This design comes from an exercise in tuning for small area, a short achievable clock period and few clock cycles on the open sky130 flow, not from production work. In this exercise RTL edits were held to simulation tests only and were not proved equivalent to the original.

==> flow/design.v, too long to show whole: its modules and the start of the top module <==
// module crc_channel: 2053 lines
module crc_channel (
    input  wire        clk,
    input  wire        rst,             
    input  wire        cmd_go,
    input  wire [2:0]  cmd_set,
    input  wire        cmd_expect_en,
    input  wire [31:0] cmd_len,
    input  wire [63:0] cmd_exp,
    input  wire        cmd_terminate,
    input  wire        in_valid,
    output wire        in_ready,
    input  wire [63:0] in_data,
    output reg         done,
    output wire [1:0]  state,
    output reg  [7:0]  code,
    output reg         match,
    output reg  [63:0] result
);
  // ...
==> flow/run.sh <==
#!/bin/bash
# synth_recipe.tcl (not shown) runs the flow's synth.tcl, then flattens the netlist and writes it again
# the make line also repeats each setting of config.mk as NAME=value (left out here)
make -C /OpenROAD-flow-scripts/flow DESIGN_CONFIG=/design/flow/config.mk WORK_HOME=/design/flow/orfs CLKGATE_MAP_FILE= SYNTH_SCRIPT=/design/flow/synth_recipe.tcl finish
==> flow/config.mk <==
export PLATFORM = sky130hd
export DESIGN_NAME = crc_channel
export DESIGN_NICKNAME = crc_channel
export VERILOG_FILES = /design/flow/design.v
export SDC_FILE = /design/flow/constraint.sdc
export NUM_CORES = 4
export LEC_CHECK = 0
export CAP_MARGIN = 20
export CORE_MARGIN = 2
export CORE_UTILIZATION = 40
export SLEW_MARGIN = 20
==> flow/constraint.sdc <==
create_clock -name core_clock -period 20.0 [get_ports {clk}]
set_input_delay 4.0000 -clock core_clock [delete_from_list [all_inputs] [get_ports {clk}]]
set_output_delay 4.0000 -clock core_clock [all_outputs]
set_load 0.01 [all_outputs]
==> flow_metrics.tcl, run 1 <==
set metrics [dict create \
    status "no timing/DRC/antenna violations" \
    area_growth_pct 15.7 \
    routed_wl_microns 238000 \
    use_met1_pct 57.2 \
    worstPathCellList "buf_12, mux2i_1, mux4_2, xnor2_2, buf_4, xor3_1, xor2_1, xor2_1, xnor3_1, a222oi_1, mux2i_1, o211ai_1, nor3b_1, nand4_1, or4_4, or3_1, a21oi_1" \
    hold_end "result[57]" \
    numCtsBuffers 42 \
    clkbuf_count 49 \
    grt_max_degree 117 \
    max_freq_mhz 109 \
    drive_gt1_share_pct 12.3 \
    synth_cell_types 91 \
    ctsHoldBuffers 0 \
    route.detailed.drc 0 \
    synth_compound_area_share_pct 6.82 \
    synth-edff-count 225 \
    postCtsSetupBuffers 0 \
    crit_family "XOR/XNOR gates" \
    top_layer_used "met5" \
    skew_ns 0.0724 \
    drt_first_pass_iters 5 \
    root_buffer "clkbuf_16" \
    num_vias 31800 \
    synth_top_area_cell "xnor3_1" \
    die_h_microns 320 \
    min_path_type "reg -> reg" \
    clock_latency_ns 0.65 \
    grt-ovfl-total 0 \
]
Testbench counts, summed over its fixed seeds: cycles 17,301.
==> run 2: changes to the inputs <==
--- a/flow/design.v
+++ b/flow/design.v
@@ -18,23 +18,23 @@
 );
     localparam [7:0] DONE_OK          = 8'h00;
     localparam [7:0] REJECTED_INVALID = 8'h10;
     localparam [7:0] ABORTED_FAULT    = 8'h21;
     localparam [7:0] FAILED_CHECK     = 8'h32;
     reg        run_q;       
     reg        rdy_q;       
     reg        valid_q;     
-    reg        first_q;     
     reg [4:0]  sel_q;       
-    reg [2:0]  u_q;         
+    reg [2:0]  k_q;         
+    reg [7:0]  mask_q;      
     reg        exp_en_q;
-    reg [63:0] exp_q;
-    reg [31:0] rem_q;       
-    reg [63:0] data_q;      
+    reg [63:0] xexp_q;      
+    reg [31:3] rem_q;       
+    reg [63:0] rot_q;       
     reg [63:0] prev_q;      
     reg [63:0] crc_q;       
     function [63:0] ist0(input [2:0] p);
         case (p)
             3'd0: ist0 = 64'h00000000FFFFFFFF;
             3'd1: ist0 = 64'h00000000F0958FD9;
             3'd2: ist0 = 64'h000000009A1C9D90;
             3'd3: ist0 = 64'h00000000A32E2681;
@@ -87,22 +87,27 @@
             3'd2: ist4 = 64'h0000000000000000;
             3'd3: ist4 = 64'h0000000000000000;
             3'd4: ist4 = 64'h0000000000000000;
             3'd5: ist4 = 64'h0000000000000000;
             3'd6: ist4 = 64'h0000000000000000;
             3'd7: ist4 = 64'h0000000000000000;
         endcase
     endfunction
-    wire [119:0] pair   = {data_q, prev_q[63:8]};
-    wire [63:0]  window = pair >> {u_q, 3'b000};
-    wire [63:0]  init_st = ({64{sel_q[0]}} & ist0(~u_q)) | ({64{sel_q[1]}} & ist1(~u_q)) |
-                           ({64{sel_q[2]}} & ist2(~u_q)) | ({64{sel_q[3]}} & ist3(~u_q)) |
-                           ({64{sel_q[4]}} & ist4(~u_q));
-    wire [63:0]  x = window ^ (first_q ? init_st : crc_q);
+    wire [2:0]   kin    = run_q ? k_q : cmd_len[2:0];
+    wire [127:0] dd     = {in_data, in_data};
+    wire [63:0]  rot_in = dd >> {kin, 3'b000};
+    wire [63:0]  window;
+    genvar gj;
+    generate
+        for (gj = 0; gj < 8; gj = gj + 1) begin : g_win
+            assign window[8*gj +: 8] = mask_q[gj] ? rot_q[8*gj +: 8] : prev_q[8*gj +: 8];
+        end
+    endgenerate
+    wire [63:0]  x = window ^ crc_q;
     wire c0 = x[12] ^ x[13];
     wire c1 = x[18] ^ x[36];
     wire c2 = x[14] ^ x[42];
     wire c3 = x[11] ^ x[32];
     wire c4 = x[15] ^ x[38];
     wire c5 = x[3] ^ x[61];
     wire c6 = x[40] ^ x[49];
     wire c7 = x[19] ^ x[37];
@@ -1967,49 +1972,58 @@
     assign nat_new[58] = (sel_q[4] & y4_58);
     assign nat_new[59] = (sel_q[4] & y4_59);
     assign nat_new[60] = (sel_q[4] & y4_60);
     assign nat_new[61] = (sel_q[4] & y4_61);
     assign nat_new[62] = (sel_q[4] & y4_62);
     assign nat_new[63] = (sel_q[4] & y4_63);
     wire [63:0] xorout  = {32'h0, {24{sel_q[0] | sel_q[1]}}, {8{sel_q[0] | sel_q[1] | sel_q[3]}}};
     wire [63:0] res_new = nat_new ^ xorout;
-    wire        eq      = (res_new == exp_q);
-    wire idle    = !run_q;
-    wire invalid = cmd_set[2] & (cmd_set[1] | cmd_set[0]);
-    wire len0    = (cmd_len == 32'd0);
-    wire len_le8 = (cmd_len[31:4] == 28'd0) && !(cmd_len[3] && cmd_len[2:0] != 3'd0);
-    wire start   = idle && cmd_go && !invalid && !len0;
-    wire take    = in_valid && rdy_q;
-    wire proc    = run_q && valid_q;
-    wire last    = (rem_q[31:4] == 28'd0) && !(rem_q[3] && rem_q[2:0] != 3'd0);
-    wire gt16    = (rem_q[31:5] != 27'd0) || (rem_q[4] && rem_q[3:0] != 4'd0);
-    wire term    = run_q && cmd_terminate;
-    wire fin     = proc && last && !cmd_terminate;
+    wire        eq      = (nat_new == xexp_q);
+    wire       idle    = !run_q;
+    wire       invalid = cmd_set[2] & (cmd_set[1] | cmd_set[0]);
+    wire       len0    = (cmd_len == 32'd0);
+    wire       len_le8 = (cmd_len[31:4] == 28'd0) && !(cmd_len[3] && cmd_len[2:0] != 3'd0);
+    wire       start   = idle && cmd_go && !invalid && !len0;
+    wire       take    = in_valid && rdy_q;
+    wire       proc    = run_q && valid_q;
+    wire       knz     = (k_q != 3'd0);
+    wire       last    = (rem_q[31:4] == 28'd0) && !(rem_q[3] && knz);
+    wire       gt16    = (rem_q[31:5] != 27'd0) || (rem_q[4] && (rem_q[3] || knz));
+    wire       term    = run_q && cmd_terminate;
+    wire       fin     = proc && last && !cmd_terminate;
+    wire [4:0] sel_in  = (cmd_set == 3'd0) ? 5'b00001 :
+                         (cmd_set == 3'd1) ? 5'b00010 :
+                         (cmd_set == 3'd2) ? 5'b00100 :
+                         (cmd_set == 3'd3) ? 5'b01000 : 5'b10000;
+    wire [63:0] xo_in  = {32'h0, {24{sel_in[0] | sel_in[1]}}, {8{sel_in[0] | sel_in[1] | sel_in[3]}}};
+    wire [2:0]  p_in   = 3'd0 - cmd_len[2:0];
+    wire [63:0] init_in = ({64{sel_in[0]}} & ist0(p_in)) | ({64{sel_in[1]}} & ist1(p_in)) |
+                          ({64{sel_in[2]}} & ist2(p_in)) | ({64{sel_in[3]}} & ist3(p_in)) |
+                          ({64{sel_in[4]}} & ist4(p_in));
+    integer i;
     assign in_ready = rdy_q;
     assign state    = {1'b0, run_q};
     always @(posedge clk) begin
-        data_q  <= in_data;
+        rot_q   <= rot_in;
         valid_q <= take;
         if (idle) begin
-            sel_q    <= (cmd_set == 3'd0) ? 5'b00001 :
-                        (cmd_set == 3'd1) ? 5'b00010 :
-                        (cmd_set == 3'd2) ? 5'b00100 :
-                        (cmd_set == 3'd3) ? 5'b01000 : 5'b10000;
-            u_q      <= cmd_len[2:0] - 3'd1;
+            sel_q    <= sel_in;
+            k_q      <= cmd_len[2:0];
+            for (i = 0; i < 8; i = i + 1)
+                mask_q[i] <= (i >= p_in);
             exp_en_q <= cmd_expect_en;
-            exp_q    <= cmd_exp;
-            rem_q    <= cmd_len;
+            xexp_q   <= cmd_exp ^ xo_in;
+            rem_q    <= cmd_len[31:3];
+            crc_q    <= init_in;
         end else if (proc) begin
-            rem_q    <= rem_q - 32'd8;
+            rem_q    <= rem_q - 29'd1;
+            crc_q    <= st_new;
         end
-        if (proc)
-            crc_q <= st_new;
-        prev_q  <= proc ? data_q : (run_q ? prev_q : 64'h0);
-        first_q <= idle ? 1'b1 : (proc ? 1'b0 : first_q);
+        prev_q  <= proc ? rot_q : (run_q ? prev_q : 64'h0);
     end
     always @(posedge clk) begin
         if (rst) begin
             run_q  <= 1'b0;
             rdy_q  <= 1'b1;
             done   <= 1'b0;
             code   <= 8'h00;
             match  <= 1'b0;
==> flow/config.mk (replaced) <==
export PLATFORM = sky130hd
export DESIGN_NAME = crc_channel
export DESIGN_NICKNAME = crc_channel
export VERILOG_FILES = /design/flow/design.v
export SDC_FILE = /design/flow/constraint.sdc
export NUM_CORES = 4
export LEC_CHECK = 0
export CAP_MARGIN = 50
export CORE_MARGIN = 2
export CORE_UTILIZATION = 40
export SLEW_MARGIN = 70
==> flow_metrics.tcl, run 2 <==
set metrics [dict create \
    ys_top_cells_by_count "xnor2_1, xnor3_1, nand2_1" \
    max-slew-margin-rel_pct 63.1 \
    design.die.area_sq_um 103000 \
    syn-mean-instance-area_sq_um 11.3 \
    worstSetupPathType "reg -> reg" \
    clock_latency_ns 0.64 \
    cp_max_fo 13 \
    io-pin-count 246 \
    register_area_sq_um 9590 \
    dp_hpwl_microns 189000 \
    clockBufferDepth 3 \
    synth-seq-cells 366 \
    fill_cells 8721 \
    vias_per_cell 6.07 \
    drt_first_pass_iters 6 \
    cp.required_ns 20.52 \
    async_reset_ff_share_pct 0 \
    synthFlopType "edfxtp_1" \
    drive_gt1_share_pct 25.5 \
    yosysSeqAreaShare_pct 23.8 \
    start_util_pct 40.3 \
    postCtsSetupBuffers 0 \
    max_freq_mhz 143 \
    multi_input_area_sq_um 33800 \
    mostFrequentLayoutCell "xnor2_1" \
    skew_ns 0.0514 \
    die_x_microns 321 \
    synth_top_area_share_pct 24.2 \
    status "no timing/DRC/antenna violations" \
    synth.area.top_cells "xnor3_1, xnor2_1, edfxtp_1" \
    setup_viol 0 \
    clock-sinks 366 \
    layout_common_cells "xnor2_1, xnor3_1, nand2_1, buf_4, xnor2_2" \
    fin_nets 4288 \
    area_growth_pct 30.6 \
    finalHoldViolCount 0 \
    grt_pass1_wl_microns 307000 \
    ys_warn_count 1 \
    routedWlPerCell_microns 43.6 \
    worst_slew_pin_slew_ns 0.553 \
    post-route-period-util_pct 35.0 \
    min_period_ns 6.99 \
    cts_tree "yes" \
    placed_area_sq_um 50600 \
    htreeDepth 2 \
    maxSlewViolCount 0 \
    clkSlewWorstSetupHoldPaths_ns 0.06 \
    routed_wl_microns 238000 \
    start_kind "flip-flop" \
    coreArea_sq_um 100000 \
    min_path_type "reg -> reg" \
    post_cts_resized 0 \
    yosysMostFrequentCell "xnor2_1" \
    antenna_found_initial 12 \
    track_usage_pct 45.7 \
    synth_top_area_cell "xnor3_1" \
    ctsHoldBuffers 0 \
    die_h_microns 321 \
    place.gp.congestion 1.13 \
    root_buffer "clkbuf_16" \
    critPathArrivalTime_ns 7.51 \
    max-cap-violations 0 \
    num_vias 33100 \
    fin_tns_setup_ns 0 \
    rows 116 \
    route.detailed.drc 0 \
    grt-ovfl-total 0 \
    stdcell_area_sq_um 52700 \
    numCtsBuffers 42 \
    rsz0062_at_grt "false" \
    syn_inst 3567 \
    grt_max_degree 70 \
    drt.antenna.violating_nets 0 \
    initialDrtViolationCount 4726 \
    synth-edff-count 226 \
    io_buffers 240 \
    endpoint_kind "flip-flop" \
    syn_area_sq_um 40300 \
    grt_pass1_vias 31600 \
    synth_cell_types 75 \
]
==> run 2: cell types whose count changed in the layout (fill, tap and decap cells not counted), sizes merged, moves of 25 or more <==
cell    change
xnor2     +106
nand2b     -28
nand3      -25
mux2i      +73
inv        -27
buf       +270
xnor3      +37
nand2     +160
mux4       -39
==> run 2: area by class of cell <==
class	count	area share, %
Inverter	32	0.238
Multi-Input combinational cell	2976	64.2
Clock buffer	59	2.38
Clock inverter	19	0.463
Antenna cell	10	0.0475
Tap cell	1298	3.08
Timing Repair Buffer	692	11.4
Sequential cell	366	18.2
==> run 2: cells by family (layout without fill, tap and decap cells) <==
family / Yosys count / in the layout / share of synthesized area [%]
AO/OA/AOI/OAI: 325 / 325 / 5.40
XOR/XNOR: 1722 / 1722 / 55.0
adder cells (fa/ha/maj): 9 / 9 / 0.279
buffers and inverters: 229 / 802 / 2.40
flip-flops: 366 / 366 / 23.8
multiplexers: 194 / 194 / 5.07
other: 1 / 15 / 0.00930
AND/OR/NAND/NOR: 721 / 721 / 8.05
==> run 2: metrics by stage <==
stage / utilization (%) / setup slack, ns / hold slack [ns] / instances
6_report: 52.7 / 13.01 / 0.455 / 5452
5_1_grt: 52.6 / 12.80 / 0.481 / 5442
4_1_cts: 52.1 / 13.47 / 0.455 / 5433
3_5_place_dp: 50.6 / 12.97 / 0.446 / 5355
3_3_place_gp: 45.8 / 11.84 / 0.443 / 5112
2_1_floorplan: - / 13.53 / 0.476 / 3571
==> run 2: worst max-delay path, stage by stage (launching register included) <==
cell             delay (ns)
edfxtp_1               0.48
buf_2                  0.22
buf_4                  0.21
buf_2                  0.21
mux2i_2                0.40
xor2_2                 0.18
buf_4                  0.38
xnor2_4                0.15
buf_4                  0.45
xnor2_1                0.18
buf_4                  0.22
xnor3_1                0.45
xnor3_1                0.41
a222oi_1               0.40
clkdlybuf4s50_1        0.61
buf_1                  0.20
clkdlybuf4s25_1        0.30
xnor2_1                0.07
nor2_1                 0.17
nand4_1                0.12
nor4_1                 0.32
nand4_1                0.35
a21oi_1                0.25
o31ai_1                0.07
==> run 2: worst paths after layout <==
| check | slack (ns) | start | depth (start not counted) | end |
|---|---|---|---|---|
| setup / recovery | 13.01 | mask_q[4] | 23 | code[5] |
| hold reg to reg | 0.45 | result[61] | 2 | result[61] |
| setup reg to reg | 13.01 | mask_q[4] | 23 | code[5] |
| hold / removal | 0.45 | result[61] | 2 | result[61] |
==> run 2: layer usage <==
metal	share of wire [%]	global-route usage [%]
met1	38	56.9
met2	40	63.3
met3	13	19.7
met4	8.9	32.0
met5	0.086	0
Testbench counts of run 2, summed over its fixed seeds: cycles 17,301.
==> run 3: changes to the inputs <==
==> flow/config.mk (replaced) <==
export PLATFORM = sky130hd
export DESIGN_NAME = crc_channel
export DESIGN_NICKNAME = crc_channel
export VERILOG_FILES = /design/flow/design.v
export SDC_FILE = /design/flow/constraint.sdc
export NUM_CORES = 4
export LEC_CHECK = 0
export CAP_MARGIN = 20
export CORE_MARGIN = 2
export CORE_UTILIZATION = 50
export PLACE_DENSITY = 0.7
export SLEW_MARGIN = 20
==> flow_metrics.tcl, run 3 <==
set metrics [dict create \
    ys_top_cells_by_count "xnor2_1, xnor3_1, nand2_1" \
    root_buffer "clkbuf_16" \
    critPathArrivalTime_ns 7.86 \
    critPathBufInv 4 \
    status "no timing/DRC/antenna violations" \
    rsz0062_at_grt "false" \
    post-route-period-util_pct 38.0 \
    yosysSeqAreaShare_pct 23.8 \
    maxSlewViolCount 0 \
    io_buffers 240 \
    drt_first_pass_iters 8 \
    clock_latency_ns 0.64 \
    min_period_ns 7.59 \
    post_cts_resized 0 \
    max_freq_mhz 132 \
    place.gp.congestion 1.17 \
    coreArea_sq_um 80200 \
    clkSlewWorstSetupHoldPaths_ns 0.06 \
    fin_tns_setup_ns 0 \
    synth-edff-count 226 \
    num_vias 34100 \
    worstPathCellList "clkdlybuf4s50_1, inv_1, ha_1, ha_1, buf_4, inv_1, nor2_1, o32ai_1, a2111oi_0, a41oi_1" \
    cp.required_ns 20.27 \
    skew_ns 0.0802 \
    synth_compound_area_share_pct 5.40 \
    synth_xor_area_share_pct 55.0 \
    min_path_type "reg -> reg" \
    die_x_microns 288 \
    synth_top_family_by_area "XOR/XNOR gates" \
    placed_area_sq_um 45300 \
    routed_wl_microns 232000 \
    antenna_found_initial 23 \
    max-slew-margin-rel_pct 3.16 \
    start_kind "input pin" \
    track_usage_pct 55.2 \
    htreeDepth 2 \
    syn_area_sq_um 40300 \
    synthFlopType "edfxtp_1" \
    worstSetupPathType "in -> reg" \
    cp_max_fo 45 \
    area_growth_pct 16.1 \
    synth-simple-area-share_pct 8.05 \
    synth_top_area_cell "xnor3_1" \
    yosysMostFrequentCell "xnor2_1" \
    synth.area.top_cells "xnor3_1, xnor2_1, edfxtp_1" \
    synth-seq-cells 366 \
    layout_common_cells "xnor2_1, xnor3_1, nand2_1, xor2_1, clkdlybuf4s50_1" \
    io-pin-count 246 \
    finalHoldViolCount 0 \
    grt_max_degree 86 \
    clockBufferDepth 3 \
    vias_per_cell 6.88 \
    synth_cell_types 75 \
    fill_cells 6466 \
    cpMaxStageDelayCell "clkdlybuf4s50_1" \
    setup_viol 0 \
    grt-ovfl-total 0 \
    worst_slew_pin_slew_ns 1.44 \
    syn-mean-instance-area_sq_um 11.3 \
    initialDrtViolationCount 6075 \
    syn_inst 3567 \
    die_h_microns 288 \
    crit_path_max_incr_delay_ns 1.07 \
    drt.antenna.violating_nets 0 \
    synth.mux.area_fraction_pct 5.07 \
    routedWlPerCell_microns 46.7 \
    stdcell_area_sq_um 46800 \
    route.detailed.drc 0 \
    max-cap-violations 0 \
    dp_hpwl_microns 177000 \
    fin_nets 4031 \
    postCtsSetupBuffers 0 \
    crit_family "buffers and inverters" \
    design.die.area_sq_um 82900 \
    ctsHoldBuffers 0 \
    numCtsBuffers 40 \
    async_reset_ff_share_pct 0 \
    start_util_pct 50.3 \
    drive_gt1_share_pct 11.1 \
    grt_pass1_wl_microns 298000 \
    rows 104 \
    ys_warn_count 1 \
    synth-adder-area-share_pct 0.279 \
    synth_top_area_share_pct 24.2 \
    grt_pass1_vias 31900 \
    mostFrequentLayoutCell "xnor2_1" \
    cts_tree "yes" \
    endpoint_kind "flip-flop" \
    clock-sinks 366 \
]
## run 3: layer usage
metal / part of all wire, % / global-route usage, %
met5: 0.035 / 0
met4: 10 / 43.3
met3: 17 / 30.7
met2: 39 / 74.5
met1: 34 / 64.2
## run 3: final timing paths
path	slack, ns	end	depth (start not counted)	startpoint
setup / recovery	12.41	crc_q[3]	10	cmd_len[0]
hold / removal	0.46	result[39]	2	result[39]
setup reg to reg	12.46	code[5]	15	mask_q[1]
hold reg to reg	0.46	result[39]	2	result[39]
## run 3: final cells by class
class	instances	area (sq um)	area share [%]
multi-input combinational	2976	30500	65.2
sequential	366	9590	20.5
timing repair buffer	437	3890	8.31
tap	1060	1330	2.83
clock buffer	52	1130	2.41
clock inverter	22	189	0.404
inverter	32	123	0.262
antenna	12	30.0	0.0642
## run 3: cells by family after synthesis
kind of cell | after synthesis
xor gates and xnor gates | 1722
AOI/OAI and AO/OA | 325
adders and majority gates | 9
muxes | 194
DFF | 366
buffers and inverters | 229
and+or+nand+nor | 721
other | 1
## run 3: worst register-to-register path: cells and delay by family, from the launching register on
family                 cells  cell delay [ns]
flip-flops                 1             0.82
AO/OA/AOI/OAI              3             1.20
AND/OR/NAND/NOR            4             1.73
multiplexers               1             0.63
XOR/XNOR                   6             2.53
buffers and inverters      1             0.49
## run 3: stage by stage
stage | hold WS (ns) | cells | util, % | setup slack (ns)
2_1_floorplan | 0.476 | 3571 | - | 13.53
3_3_place_gp | 0.443 | 4867 | 56.5 | 12.12
3_5_place_dp | 0.450 | 4868 | 56.6 | 12.02
4_1_cts | 0.459 | 4942 | 58.2 | 12.59
5_1_grt | 0.478 | 4945 | 58.4 | 12.35
6_report | 0.464 | 4957 | 58.4 | 12.41
==> run 4: changes to the inputs <==
--- a/flow/config.mk
+++ b/flow/config.mk
@@ -7,6 +7,5 @@
 export LEC_CHECK = 0
 export CAP_MARGIN = 20
 export CORE_MARGIN = 2
-export CORE_UTILIZATION = 50
-export PLACE_DENSITY = 0.7
+export CORE_UTILIZATION = 40
 export SLEW_MARGIN = 20
==> flow_metrics.tcl, run 4 <==
set metrics [dict create \
    status "no timing/DRC/antenna violations" \
    root_buffer "clkbuf_16" \
    grt_pass1_wl_microns 301000 \
    endpoint_kind "flip-flop" \
    post_cts_resized 0 \
    clockBufferDepth 3 \
    initialDrtViolationCount 5034 \
    r2r_start "mask_q[1]" \
    worstSetupPathType "in -> reg" \
    cp.required_ns 20.30 \
    fill_cells 9184 \
    min_path_cells 2 \
    fin_tns_setup_ns 0 \
    synth_top_area_share_pct 24.2 \
    register_area_sq_um 9590 \
    maxSlewViolCount 0 \
    max-cap-violations 0 \
    numCtsBuffers 42 \
    rsz0062_at_grt "false" \
    clkSlewWorstSetupHoldPaths_ns 0.06 \
    cp_max_fo 34 \
    route.detailed.drc 0 \
    clock-sinks 366 \
    reg2reg_to "code[5]" \
    layout_common_cells "xnor2_1, xnor3_1, nand2_1, xor2_1, clkdlybuf4s50_1" \
    antenna_found_initial 9 \
    area_growth_pct 17.5 \
    syn_area_sq_um 40300 \
    ctsHoldBuffers 0 \
    die_h_microns 321 \
    critPathArrivalTime_ns 7.97 \
    num_vias 31800 \
    drive_gt1_share_pct 11.6 \
    cts_tree "yes" \
    grt_max_degree 76 \
    skew_ns 0.0354 \
    fin_nets 4038 \
    max_freq_mhz 130 \
    synth-edff-count 226 \
    grt-ovfl-total 0 \
    track_usage_pct 45.0 \
    start_kind "input pin" \
    min_from "result[39]" \
    mostFrequentLayoutCell "xnor2_1" \
    max-slew-margin-rel_pct 14.4 \
    grt_pass1_vias 30100 \
    drt_first_pass_iters 7 \
    r2r_setup_slack_ns 12.43 \
    syn-mean-instance-area_sq_um 11.3 \
    yosysMostFrequentCell "xnor2_1" \
    io-pin-count 246 \
    yosysSeqAreaShare_pct 23.8 \
    synth.area.top_cells "xnor3_1, xnor2_1, edfxtp_1" \
    post-route-period-util_pct 38.4 \
    holdWs_ns 0.457 \
    postCtsSetupBuffers 0 \
    finalHoldViolCount 0 \
    min_period_ns 7.67 \
    syn_inst 3567 \
    hold_end "result[39]" \
    r2r_cells 16 \
    io_buffers 240 \
    async_reset_ff_share_pct 0 \
    start_util_pct 40.3 \
    min_path_type "reg -> reg" \
    ys_top_cells_by_count "xnor2_1, xnor3_1, nand2_1" \
    drt.antenna.violating_nets 0 \
    place.gp.congestion 1.13 \
    vias_per_cell 6.12 \
    routedWlPerCell_microns 45.2 \
    coreArea_sq_um 100000 \
    synth_top_area_cell "xnor3_1" \
    routed_wl_microns 235000 \
    ys_warn_count 1 \
    synthFlopType "edfxtp_1" \
    synth_cell_types 75 \
    die_x_microns 321 \
    rows 116 \
    setup_viol 0 \
    worst_slew_pin_slew_ns 1.27 \
    dp_hpwl_microns 184000 \
    htreeDepth 2 \
    multi_input_area_sq_um 30600 \
    synth-seq-cells 366 \
    design.die.area_sq_um 103000 \
    clock_latency_ns 0.62 \
]
run 4: per-stage QoR:
step	std cells	instance area, sq um	utilization, %	setup slack [ns]
floorplan	3571	40300	-	13.53
global placement	5112	45800	45.8	11.84
detailed placement	5113	45800	45.8	11.80
CTS	5191	47300	47.3	12.43
global route	5192	47300	47.3	12.14
finish	5198	47400	47.4	12.33
run 4: kinds of logic (layout without fill, tap and decap cells):
kind of cell | count (synthesis) | in the layout | share of synthesized area (%)
compound gates | 325 | 325 | 5.40
mux | 194 | 194 | 5.07
buf+inv | 229 | 552 | 2.40
other cells | 1 | 11 | 0.00930
fa+ha+maj | 9 | 9 | 0.279
xor+xnor | 1722 | 1722 | 55.0
simple gates | 721 | 721 | 8.05
flops | 366 | 366 | 23.8
run 4: critical path, stage by stage:
cell	delay, ns
clkdlybuf4s50_1	1.05
inv_1	0.36
ha_1	0.39
ha_1	0.61
buf_4	0.43
inv_1	0.33
nor2_1	0.24
o32ai_1	0.11
a2111oi_0	0.37
a41oi_1	0.08
run 4: metal layers:
layer  track usage [%]  routed length (microns)  up-vias
met1              56.9                    90600    15900
li1                  -                        -    12900
met3              17.5                    29900      640
met5             0.236                       47        -
met2              62.2                    93500     2288
met4              32.2                    20800        6
run 4: worst max-delay path by stage:
stage,start,endpoint,slack (ns),cells past startpoint
2_1_floorplan,cmd_len[0],crc_q[17],13.53,10
3_3_place_gp,cmd_len[0],crc_q[3],11.84,10
3_5_place_dp,cmd_len[0],crc_q[3],11.80,10
4_1_cts,cmd_len[0],crc_q[3],12.43,10
5_1_grt,cmd_len[0],crc_q[3],12.14,10
6_report,cmd_len[0],crc_q[3],12.33,10
run 4: cell type report:
class | count | area share, %
diodes | 6 | 0.0317
clock buffers | 54 | 2.40
clock inverters | 24 | 0.645
inverters | 32 | 0.259
multi-input cells | 2976 | 64.7
flip-flops and latches | 366 | 20.3
well taps | 1298 | 3.43
repair buffers | 442 | 8.31

-- port drivers added, routing unchanged --
In the flow no input, the clock included, has a driving cell. The finished layouts below were timed again as built, in two steps. Step 1 assumes that a clkbuf_16 drives the clock port and a buf_2 every other input. Step 2 adds t to the input delays and takes it off the output delays; t is the mean of the earliest and latest rising clock arrival at the registers after step 1. Input paths then give back, and output paths get back, about the clock's delay inside the block. Three values: ideal, step 1, step 2; two values: the first two.
run	t (ns)	setup WS [ns]	clock arrival spread, ns	slew at the worst register clock pin (ns)
run 1	0.696	10.810 / 10.810 / 10.810	0.072 / 0.072	0.07 / 0.07
run 2	0.692	13.008 / 13.008 / 12.925	0.051 / 0.051	0.07 / 0.07
run 3	0.673	12.405 / 12.458 / 11.785	0.080 / 0.080	0.08 / 0.08
run 4	0.681	12.329 / 12.381 / 11.700	0.035 / 0.036	0.07 / 0.07
After both steps setup and hold are still met in every run listed. The setup slack of run 4, which loses most, moves by +0.052 ns with the drivers and by -0.629 ns with both steps.
